Context: an optimization exercise on an open-source flow, tuned for small area and a short achievable clock period. The choices shown serve that exercise and are no tape-out recipe. The RTL was checked by simulation tests, not by an equivalence proof against the original design. Power is estimated from default activity; no workload was simulated.

== v21 ==
## omt_pe_tile
module omt_pe_tile (
    input  wire         clk,
    input  wire         rst,
    input  wire         cmd_valid,
    input  wire [1:0]   cmd_op,
    input  wire [3:0]   a_addr,
    input  wire [3:0]   b_addr,
    input  wire [3:0]   w_addr,
    input  wire [2:0]   b_src,
    input  wire [1:0]   k_src,
    input  wire [7:0]   tt_r,
    input  wire [7:0]   tt_c,
    input  wire [2:0]   dest,
    input  wire         carry_en,
    input  wire         mask_mode,
    input  wire [1:0]   bcn_req,
    input  wire [7:0]   edge_mode,     
    input  wire [15:0]  b_const,
    input  wire [4:0]   plane_sel,
    input  wire [63:0]  plane_wdata,
    output reg          rd_valid,
    output reg  [63:0]  rd_data,
    output wire         bcn_valid,
    output wire         bcn_or,
    output wire [6:0]   bcn_count,
    output wire [5:0]   bcn_first,
    output wire         bcn_none
);
==> flow/config.mk <==
export PLATFORM = sky130hd
export DESIGN_NAME = omt_pe_tile
export DESIGN_NICKNAME = omt_pe_tile
export VERILOG_FILES = /design/flow/design.v
export SDC_FILE = /design/flow/constraint.sdc
export NUM_CORES = 8
export LEC_CHECK = 0
export CAP_MARGIN = 35
export CORE_MARGIN = 2
export CORE_UTILIZATION = 35
export CTS_CLUSTER_DIAMETER = 90
export CTS_CLUSTER_SIZE = 24
export PLACE_DENSITY = 0.45
export SETUP_SLACK_MARGIN = 4.95
export SLEW_MARGIN = 20
==> flow/constraint.sdc <==
create_clock -name core_clock -period 8.0 [get_ports {clk}]
set_input_delay 1.6000 -clock core_clock [delete_from_list [all_inputs] [get_ports {clk}]]
set_output_delay 1.6000 -clock core_clock [all_outputs]
set_load 0.01 [all_outputs]
standard.sh (not shown) runs the stock make flow with config.mk's settings and CLKGATE_MAP_FILE= SYNTH_SCRIPT=/design/flow/synth_recipe.tcl, a recipe that flattens the netlist after the stock synthesis.
==> flow/flow/run.sh <==
#!/bin/bash
# Layout flow: the standard ORFS flow (standard.sh), with these changes
# to how the layout is made:
#  - synthesis maps the logic with an area-oriented ABC script
#    (flow/abc_area_nf.script) in place of ORFS's abc_speed.script; the
#    rest of the synthesis (registers included) is the standard one;
#  - sky130_fd_sc_hd__a222oi_1 is added to the platform's don't-use cells
#    (it has no stronger size, so the timing repair cannot fix it when it
#    ends up driving a long wire);
#  - ports are buffered with sky130_fd_sc_hd__buf_1 (resized later by the
#    timing repair where needed).
# Each tool's output is in the ORFS logs under orfs/logs/; make's own output
# is in flow_make.log.
set -euo pipefail
W=$(pwd)
rm -rf "$W/flow_scripts"
cp -r "$FLOW_HOME/scripts" "$W/flow_scripts"
cp "$W/flow/abc_area_nf.script" "$W/flow_scripts/abc_speed.script"
DU="$(sed -n '/DONT_USE_CELLS/,/^$/p' "$FLOW_HOME/platforms/sky130hd/config.mk" \
      | grep -o 'sky130_fd_sc_hd__[a-z0-9_]*' | tr '\n' ' ')sky130_fd_sc_hd__a222oi_1"
echo "DONT_USE_CELLS=$DU" > "$W/flow_dont_use.txt"
bash "$W/standard.sh" SCRIPTS_DIR="$W/flow_scripts" \
    BUFFER_PORTS_ARGS="-buffer_cell sky130_fd_sc_hd__buf_1" \
    DONT_USE_CELLS="$DU" finish \
    > "$W/flow_make.log" 2>&1
==> flow/flow/abc_area_nf.script <==
&get -n
&st
&dch -f
&nf -R 1000 -a
&put
Inputs modified between v21 and v2:
- CORE_UTILIZATION changed from 35 to 30
==> summary.txt <==
- In summary, v2 completed successfully, with a layout that passed the timing, design-rule and antenna checks.
- Against v21, routed wire length in v2 came out worse.
- Re met2 routing resource usage after global routing: v2 is 7.2 points down on v21.
- Of the two candidates, v21 has the better leakage power summed over all cells and v2 the worse one.
- v2 against v21: worst path required time flat, final setup slack of the worst path up 84 ps, final instance area up about 1.1%, clock power up about 2%, clock network fraction of total power up 0.3 points.
> inputs changed (v2 -> v3)
==> flow/flow/run.sh <==
#!/bin/bash
# Layout flow: the standard ORFS flow (standard.sh), with two changes to
# how the layout is made:
#  - synthesis maps the logic with an area-oriented ABC script
#    (flow/abc_area_nf.script) in place of ORFS's abc_speed.script; the
#    rest of the synthesis (registers included) is the standard one;
#  - ports are buffered with sky130_fd_sc_hd__buf_1 (resized later by the
#    timing repair where needed).
# Each tool's output is in the ORFS logs under orfs/logs/; make's own output
# is in flow_make.log.
set -euo pipefail
W=$(pwd)
rm -rf "$W/flow_scripts"
cp -r "$FLOW_HOME/scripts" "$W/flow_scripts"
cp "$W/flow/abc_area_nf.script" "$W/flow_scripts/abc_speed.script"
bash "$W/standard.sh" SCRIPTS_DIR="$W/flow_scripts" \
    BUFFER_PORTS_ARGS="-buffer_cell sky130_fd_sc_hd__buf_1" finish \
    > "$W/flow_make.log" 2>&1
Comparing count of inserted tapcells for v3 and v2, the smaller number came from v3.
v3 vs. v2: number of standard cells after synthesis now smaller, floorplan die width -about 0.46%.
Final worst-path cycle share on v3 is up relative to v2.
Clock skew: v2 vs v3, no meaningful difference
Going from v2 to v3, die height shrinks by about 0.46%.
v3 ends up with a sum of net half-perimeters after detailed placement that is about 2.3% lower than in v2.
v3 vs v2: final area down in v3
Compare v3 and v2 | post-cts resize count lower: v2
Going from v2 to v3, the internal power was found to have gone up by 0.31%.

## re-timing with driven ports
No port has a modelled driver above. Below, the same layouts with a new extraction and two added sets of constraints. Step 1 (the two cells are an assumption about what drives the block):
set clk [get_ports {clk}]
set_driving_cell -lib_cell sky130_fd_sc_hd__clkbuf_16 $clk
set_driving_cell -lib_cell sky130_fd_sc_hd__buf_2 [delete_from_list [all_inputs] $clk]
Step 2 times the ports against the registers' clock, not the clock port: input delays grow and output delays shrink by t, the midpoint of the rising clock arrivals with the driver on. a / b / c = ideal ports / drivers / drivers and shift; a / b = the first two.
| run | t (ns) | setup slack, ns | pins driven straight from the clock port |
|---|---|---|---|
| v21 | 0.921 | 4.851 / 4.851 / 4.393 | 1 |
| v2 | 1.013 | 4.935 / 4.871 / 4.447 | 1 |
| v3 | 1.042 | 4.822 / 4.822 / 4.321 | 1 |
After both steps setup and hold are still met in every run listed. The setup slack of v3, which loses most, moves by 0.000 ns with the drivers and by -0.501 ns with both steps.
